This is an optimization exercise on Yosys and OpenROAD, whose aim is small area and a short achievable clock period, not a production implementation.
In this exercise RTL edits were held to simulation tests only and were not proved equivalent to the original.

==> inputs of job 673 <==
Design cic_stage, start of the top module:
module cic_stage (
    input  wire        clk,
    input  wire        rst,
    input  wire [2:0]  cfg_k,
    input  wire [6:0]  cfg_d,
    input  wire        in_valid,
    input  wire        in_sync,
    input  wire [31:0] in_data,
    input  wire [5:0]  in_flags,
    input  wire [1:0]  in_range,
    output reg         out_valid,
    output reg  [31:0] out_data,
    output reg  [5:0]  out_flags,
    output reg  [1:0]  out_range,
    output reg  [7:0]  out_seq,
    output reg         out_sat
);
  localparam W = 62;
  localparam SB = 19;          
  reg        armed;            
  reg [2:0]  k_r;
  reg        r_take;           
  reg        r_c1;             
  reg        r_xen;            
  reg        r_sync;
  reg [31:0] r_data;
  reg [5:0]  r_flags;
  reg [1:0]  r_range;
  reg [2:0]  r_k;
  reg [6:0]  r_d;
  wire       armed_n = armed | r_take;
  wire [2:0] k_n     = (r_take & r_sync) ? r_k : k_r;
  wire       take_n  = in_valid & ~rst & (in_sync | armed_n);
  always @(posedge clk) begin
    r_take  <= take_n;
    r_c1    <= take_n & (in_sync | (k_n != 3'd5));
    r_xen   <= take_n & ~(in_flags[2] | in_flags[5]);
    r_sync  <= in_sync;
    r_data  <= in_data;
    r_flags <= in_flags;
    r_range <= in_range;
    r_k     <= cfg_k;
    r_d     <= cfg_d;
  end
  reg        first_pending;
  reg [6:0]  d_r;
  reg [5:0]  phase;
  reg [2:0]  ocnt;             
  reg [5:0]  f_all;            
  reg [5:0]  f_tail;           
  reg [4:1][5:0] xsp;          
  wire       take  = r_take;
  wire [2:0] ck    = r_sync ? r_k : k_r;
  wire [6:0] cd    = r_sync ? r_d : d_r;
  wire [5:0] cph   = r_sync ? 6'd0 : phase;
  wire       pf    = (cph == 6'd0);
  ...
export LEC_CHECK = 0
export ABC_CLOCK_PERIOD_IN_PS = 4500
export CAP_MARGIN = 20
export CORE_MARGIN = 2
export CORE_UTILIZATION = 50
export SETUP_SLACK_MARGIN = 5
export SLEW_MARGIN = 20
export SYNTH_MEMORY_MAX_BITS = 65536
create_clock -name core_clock -period 15.0 [get_ports {clk}]
run.sh (not shown) runs the stock make flow with config.mk's settings and CLKGATE_MAP_FILE= SYNTH_SCRIPT=/design/flow/synth_recipe.tcl, a recipe that flattens the netlist after the stock synthesis.
==> inputs of job 6785, as changes to job 673 <==
--- a/flow/design.v
+++ b/flow/design.v
@@ -201,49 +201,48 @@
     output reg  [1:0]  out_range,
     output reg  [7:0]  out_seq,
     output reg         out_sat
 );
   localparam W = 62;
   localparam SB = 19;          
   reg        armed;            
   reg [2:0]  k_r;
+  reg [6:0]  d_r;
   reg        r_take;           
   reg        r_c1;             
   reg        r_xen;            
   reg        r_sync;
   reg [31:0] r_data;
   reg [5:0]  r_flags;
   reg [1:0]  r_range;
-  reg [2:0]  r_k;
-  reg [6:0]  r_d;
   wire       armed_n = armed | r_take;
-  wire [2:0] k_n     = (r_take & r_sync) ? r_k : k_r;
   wire       take_n  = in_valid & ~rst & (in_sync | armed_n);
   always @(posedge clk) begin
     r_take  <= take_n;
-    r_c1    <= take_n & (in_sync | (k_n != 3'd5));
+    r_c1    <= take_n & (in_sync | (k_r != 3'd5));
     r_xen   <= take_n & ~(in_flags[2] | in_flags[5]);
     r_sync  <= in_sync;
     r_data  <= in_data;
     r_flags <= in_flags;
     r_range <= in_range;
-    r_k     <= cfg_k;
-    r_d     <= cfg_d;
+    if (take_n & in_sync) begin
+      k_r   <= cfg_k;
+      d_r   <= cfg_d;
+    end
   end
   reg        first_pending;
-  reg [6:0]  d_r;
   reg [5:0]  phase;
   reg [2:0]  ocnt;             
   reg [5:0]  f_all;            
   reg [5:0]  f_tail;           
   reg [4:1][5:0] xsp;          
   wire       take  = r_take;
-  wire [2:0] ck    = r_sync ? r_k : k_r;
-  wire [6:0] cd    = r_sync ? r_d : d_r;
+  wire [2:0] ck    = k_r;
+  wire [6:0] cd    = d_r;
   wire [5:0] cph   = r_sync ? 6'd0 : phase;
   wire       pf    = (cph == 6'd0);
   wire       last  = ({1'b0, cph} == cd - 7'd1);
   wire       cfirst = r_sync | first_pending;
   wire [2:0] cocnt = r_sync ? 3'd0 : ocnt;
   reg  [2:0] sp_q, sp_r;
   always @(*) begin
     case (cd)
@@ -283,18 +282,16 @@
     if (rst) begin
       armed         <= 1'b0;
       first_pending <= 1'b0;
     end else if (take) begin
       armed         <= 1'b1;
       first_pending <= cfirst & ~last;
     end
     if (take) begin
-      k_r    <= ck;
-      d_r    <= cd;
       phase  <= last ? 6'd0 : cph + 6'd1;
       f_all  <= fa_n;
       f_tail <= ft_n;
       if (last) begin
         ocnt   <= (cocnt == 3'd7) ? 3'd7 : cocnt + 3'd1;
         xsp[1] <= ft_n;
         xsp[2] <= xc[1] | fa_n;
         xsp[3] <= xc[2] | fa_n;
@@ -400,41 +397,41 @@
   always @(posedge clk) begin
     s_v <= u2b & ~rst;
     if (u2b) begin
       s_u  <= u_val;
       s_g  <= tb_g;
       s_sb <= sb2[SB-1:10];
     end
   end
-  function automatic [115:0] csa(input [57:0] a, input [57:0] b, input [57:0] c);
+  function automatic [111:0] csa(input [55:0] a, input [55:0] b, input [55:0] c);
     csa = {a ^ b ^ c, ((a & b) | (a & c) | (b & c)) << 1};
   endfunction
   reg          m_v1, m_v2, m_v3;
-  reg  [57:0]  m_s, m_c;            
+  reg  [55:0]  m_s, m_c;            
   reg          m_stk1;              
-  reg  [35:0]  m_hi;                
+  reg  [33:0]  m_hi;                
   reg          m_stk;               
   reg  [8:0]   m_sb2, m_sb;
   wire [12:0]  m_low = {1'b0, m_s[11:0]} + {1'b0, m_c[11:0]};
-  reg  [57:0]  op [0:15];
-  reg  [57:0]  l1 [0:10];
-  reg  [57:0]  l2 [0:7];
-  reg  [57:0]  l3 [0:5];
-  reg  [57:0]  l4 [0:3];
-  reg  [57:0]  l5 [0:2];
-  reg  [57:0]  m_sn, m_cn;
+  reg  [55:0]  op [0:15];
+  reg  [55:0]  l1 [0:10];
+  reg  [55:0]  l2 [0:7];
+  reg  [55:0]  l3 [0:5];
+  reg  [55:0]  l4 [0:3];
+  reg  [55:0]  l5 [0:2];
+  reg  [55:0]  m_sn, m_cn;
   integer j;
   always @(*) begin
     for (j = 0; j < 12; j = j + 1)
-      op[j] = gsel[j] ? ({26'd0, s_u[31:0]} << j) : 58'd0;
-    op[12] = s_u[32] ? (58'd0 - ({46'd0, gsel} << 32)) : 58'd0;
-    op[13] = m_v1 ? {{12{m_s[57]}}, m_s[57:12]} : 58'd0;
-    op[14] = m_v1 ? {{12{m_c[57]}}, m_c[57:12]} : 58'd0;
-    op[15] = {57'd0, m_v1 & m_low[12]};
+      op[j] = gsel[j] ? ({24'd0, s_u[31:0]} << j) : 56'd0;
+    op[12] = s_u[32] ? (56'd0 - ({44'd0, gsel} << 32)) : 56'd0;
+    op[13] = m_v1 ? {{12{m_s[55]}}, m_s[55:12]} : 56'd0;
+    op[14] = m_v1 ? {{12{m_c[55]}}, m_c[55:12]} : 56'd0;
+    op[15] = {55'd0, m_v1 & m_low[12]};
     for (j = 0; j < 5; j = j + 1)
       {l1[2*j], l1[2*j+1]} = csa(op[3*j], op[3*j+1], op[3*j+2]);
     l1[10] = op[15];
     for (j = 0; j < 3; j = j + 1)
       {l2[2*j], l2[2*j+1]} = csa(l1[3*j], l1[3*j+1], l1[3*j+2]);
     l2[6] = l1[9];
     l2[7] = l1[10];
     for (j = 0; j < 2; j = j + 1)
@@ -442,49 +439,44 @@
     l3[4] = l2[6];
     l3[5] = l2[7];
     for (j = 0; j < 2; j = j + 1)
       {l4[2*j], l4[2*j+1]} = csa(l3[3*j], l3[3*j+1], l3[3*j+2]);
     {l5[0], l5[1]} = csa(l4[0], l4[1], l4[2]);
     l5[2] = l4[3];
     {m_sn, m_cn} = csa(l5[0], l5[1], l5[2]);
   end
-  wire [45:0] m_sum = m_s[45:0] + m_c[45:0];    
+  wire [43:0] m_sum = m_s[43:0] + m_c[43:0];    
   always @(posedge clk) begin
     m_v1 <= s_v & ~rst;
     m_v2 <= m_v1 & ~rst;
     m_v3 <= m_v2 & ~rst;
     if (u2b)
       gsel <= tb_g[11:0];
     else if (s_v)
       gsel <= {1'b1, s_g[22:12]};
     m_s <= m_sn;
     m_c <= m_cn;
-    if (m_v1) begin
-      m_stk1 <= |m_low[11:0];
-      m_sb2  <= s_sb;
-    end
-    if (m_v2) begin
-      m_hi  <= m_sum[45:10];
-      m_stk <= (|m_sum[9:0]) | m_stk1;
-      m_sb  <= m_sb2;
-    end
+    m_stk1 <= |m_low[11:0];
+    m_sb2  <= s_sb;
+    m_hi   <= m_sum[43:10];
+    m_stk  <= (|m_sum[9:0]) | m_stk1;
+    m_sb   <= m_sb2;
   end
-  wire signed [34:0] p_shift = m_hi[35:1];
+  wire signed [34:0] p_shift = {{2{m_hi[33]}}, m_hi[33:1]};
   wire        p_up    = m_hi[0] && (m_stk || m_hi[1]);
   wire signed [34:0] y_full = p_shift + {34'd0, p_up};
   wire        y_hi    = (y_full > 35'sd2147483647);
   wire        y_lo    = (y_full < -35'sd2147483648);
   wire [31:0] y_clamp = y_hi ? 32'h7fff_ffff : y_lo ? 32'h8000_0000 : y_full[31:0];
   always @(posedge clk) begin
     if (rst)
       out_valid <= 1'b0;
     else
       out_valid <= m_v3;
-    if (m_v3) begin
-      out_data  <= y_clamp;
-      out_flags <= m_sb[8:3] | {5'd0, y_hi | y_lo};
-      out_range <= m_sb[2:1];
-      out_seq   <= m_sb[0] ? 8'd0 : out_seq + 8'd1;
-      out_sat   <= y_hi | y_lo;
-    end
+    out_data  <= y_clamp;
+    out_flags <= m_sb[8:3] | {5'd0, y_hi | y_lo};
+    out_range <= m_sb[2:1];
+    out_sat   <= y_hi | y_lo;
+    if (m_v3)
+      out_seq <= m_sb[0] ? 8'd0 : out_seq + 8'd1;
   end
 endmodule
==> flow/flow/run.sh (new file) <==
#!/bin/bash
set -euo pipefail
bash standard.sh SETUP_SLACK_MARGIN=10.5 finish > standard_make.log 2>&1
==> flow/standard.sh (new file) <==
#!/bin/bash
# synth_recipe.tcl (not shown) runs the flow's synth.tcl, then flattens the netlist and writes it again
# the make line also repeats each setting of config.mk as NAME=value (left out here)
make -C /OpenROAD-flow-scripts/flow DESIGN_CONFIG=/design/flow/config.mk WORK_HOME=/design/flow/orfs CLKGATE_MAP_FILE= SYNTH_SCRIPT=/design/flow/synth_recipe.tcl "${@:-finish}"
Settings changed: ABC_CLOCK_PERIOD_IN_PS 4500 to default, CTS_CLUSTER_DIAMETER from default to 60, CTS_CLUSTER_SIZE from default to 30, SETUP_SLACK_MARGIN 5 to default.
removed: flow/run.sh
==> inputs of job 4342, as changes to job 673 <==
--- a/flow/design.v
+++ b/flow/design.v
@@ -201,49 +201,48 @@
     output reg  [1:0]  out_range,
     output reg  [7:0]  out_seq,
     output reg         out_sat
 );
   localparam W = 62;
   localparam SB = 19;          
   reg        armed;            
   reg [2:0]  k_r;
+  reg [6:0]  d_r;
   reg        r_take;           
   reg        r_c1;             
   reg        r_xen;            
   reg        r_sync;
   reg [31:0] r_data;
   reg [5:0]  r_flags;
   reg [1:0]  r_range;
-  reg [2:0]  r_k;
-  reg [6:0]  r_d;
   wire       armed_n = armed | r_take;
-  wire [2:0] k_n     = (r_take & r_sync) ? r_k : k_r;
   wire       take_n  = in_valid & ~rst & (in_sync | armed_n);
   always @(posedge clk) begin
     r_take  <= take_n;
-    r_c1    <= take_n & (in_sync | (k_n != 3'd5));
+    r_c1    <= take_n & (in_sync | (k_r != 3'd5));
     r_xen   <= take_n & ~(in_flags[2] | in_flags[5]);
     r_sync  <= in_sync;
     r_data  <= in_data;
     r_flags <= in_flags;
     r_range <= in_range;
-    r_k     <= cfg_k;
-    r_d     <= cfg_d;
+    if (take_n & in_sync) begin
+      k_r   <= cfg_k;
+      d_r   <= cfg_d;
+    end
   end
   reg        first_pending;
-  reg [6:0]  d_r;
   reg [5:0]  phase;
   reg [2:0]  ocnt;             
   reg [5:0]  f_all;            
   reg [5:0]  f_tail;           
   reg [4:1][5:0] xsp;          
   wire       take  = r_take;
-  wire [2:0] ck    = r_sync ? r_k : k_r;
-  wire [6:0] cd    = r_sync ? r_d : d_r;
+  wire [2:0] ck    = k_r;
+  wire [6:0] cd    = d_r;
   wire [5:0] cph   = r_sync ? 6'd0 : phase;
   wire       pf    = (cph == 6'd0);
   wire       last  = ({1'b0, cph} == cd - 7'd1);
   wire       cfirst = r_sync | first_pending;
   wire [2:0] cocnt = r_sync ? 3'd0 : ocnt;
   reg  [2:0] sp_q, sp_r;
   always @(*) begin
     case (cd)
@@ -283,18 +282,16 @@
     if (rst) begin
       armed         <= 1'b0;
       first_pending <= 1'b0;
     end else if (take) begin
       armed         <= 1'b1;
       first_pending <= cfirst & ~last;
     end
     if (take) begin
-      k_r    <= ck;
-      d_r    <= cd;
       phase  <= last ? 6'd0 : cph + 6'd1;
       f_all  <= fa_n;
       f_tail <= ft_n;
       if (last) begin
         ocnt   <= (cocnt == 3'd7) ? 3'd7 : cocnt + 3'd1;
         xsp[1] <= ft_n;
         xsp[2] <= xc[1] | fa_n;
         xsp[3] <= xc[2] | fa_n;
==> flow/flow/run.sh (new file) <==
#!/bin/bash
set -euo pipefail
bash standard.sh SETUP_SLACK_MARGIN=10.4 finish > standard_make.log 2>&1
==> flow/standard.sh (new file) <==
#!/bin/bash
# synth_recipe.tcl (not shown) runs the flow's synth.tcl, then flattens the netlist and writes it again
# the make line also repeats each setting of config.mk as NAME=value (left out here)
make -C /OpenROAD-flow-scripts/flow DESIGN_CONFIG=/design/flow/config.mk WORK_HOME=/design/flow/orfs CLKGATE_MAP_FILE= SYNTH_SCRIPT=/design/flow/synth_recipe.tcl "${@:-finish}"
Settings changed: ABC_CLOCK_PERIOD_IN_PS 4500 to default, SETUP_SLACK_MARGIN 5 to default.
removed: flow/run.sh
==> comparison table <==
Sum of buffers and inverters on the critical path: job 4342 5; job 673 1; job 6785 4
Overall routing resource usage: job 4342 27.88%; job 673 27.22%; job 6785 25.98%
Number of buffers created by CTS: job 4342 145; job 673 142; job 6785 115
Metal1 wirelength: job 4342 124,500 um; job 673 112,200 um; job 6785 101,200 um
Most common library cell in the layout ignoring fill and taps: job 4342 a21oi_1; job 673 a21oi_1; job 6785 dfxtp_1
Sink of the worst hold path: job 4342 p_sb[60]; job 673 p_sb[24]; job 6785 p_sb[24]
Largest fanout of any net on the critical path: job 4342 2; job 673 58; job 6785 5
Outcome: job 4342 no timing/DRC/antenna violations; job 673 no timing/DRC/antenna violations; job 6785 no timing/DRC/antenna violations
Area taken by multi-input logic gates: job 4342 56,420 um2; job 673 54,840 um2; job 6785 54,740 um2
Global-route wire length before repair: job 4342 402,200 um; job 673 389,500 um; job 6785 366,900 um
Worst slew pin tran: job 4342 1.109 ns; job 673 1.021 ns; job 6785 1.131 ns
Final non-filler cell area: job 4342 98,460 um2; job 673 95,820 um2; job 6785 94,980 um2
Number of synthesized flops with an enable pin: job 4342 514; job 673 514; job 6785 417

-- separate check: timing with driven ports --
Ports are ideal in the flow. The routed layouts listed here were re-timed in OpenROAD. Step 1, drivers: a clkbuf_16 drives clk and a buf_2 each remaining input, both assumed. Step 2, shift: input delay + t, output delay - t, t = (earliest + latest rising clock arrival at the registers) / 2. This alone moves slack from input paths to output paths. Slacks: ideal / step 1 / step 2; pairs: ideal / step 1.
run	t, ns	setup slack, ns	latest minus earliest clock arrival (ns)
job 673	0.881	9.097 / 9.097 / 9.097	0.033 / 0.033
job 6785	0.855	10.485 / 10.485 / 10.473	0.079 / 0.079
job 4342	0.886	10.345 / 10.345 / 10.122	0.042 / 0.042
After both steps setup and hold are still met in every run listed. For job 4342, which loses most, drivers alone change the setup slack by 0.000 ns; drivers and shift together by -0.223 ns.
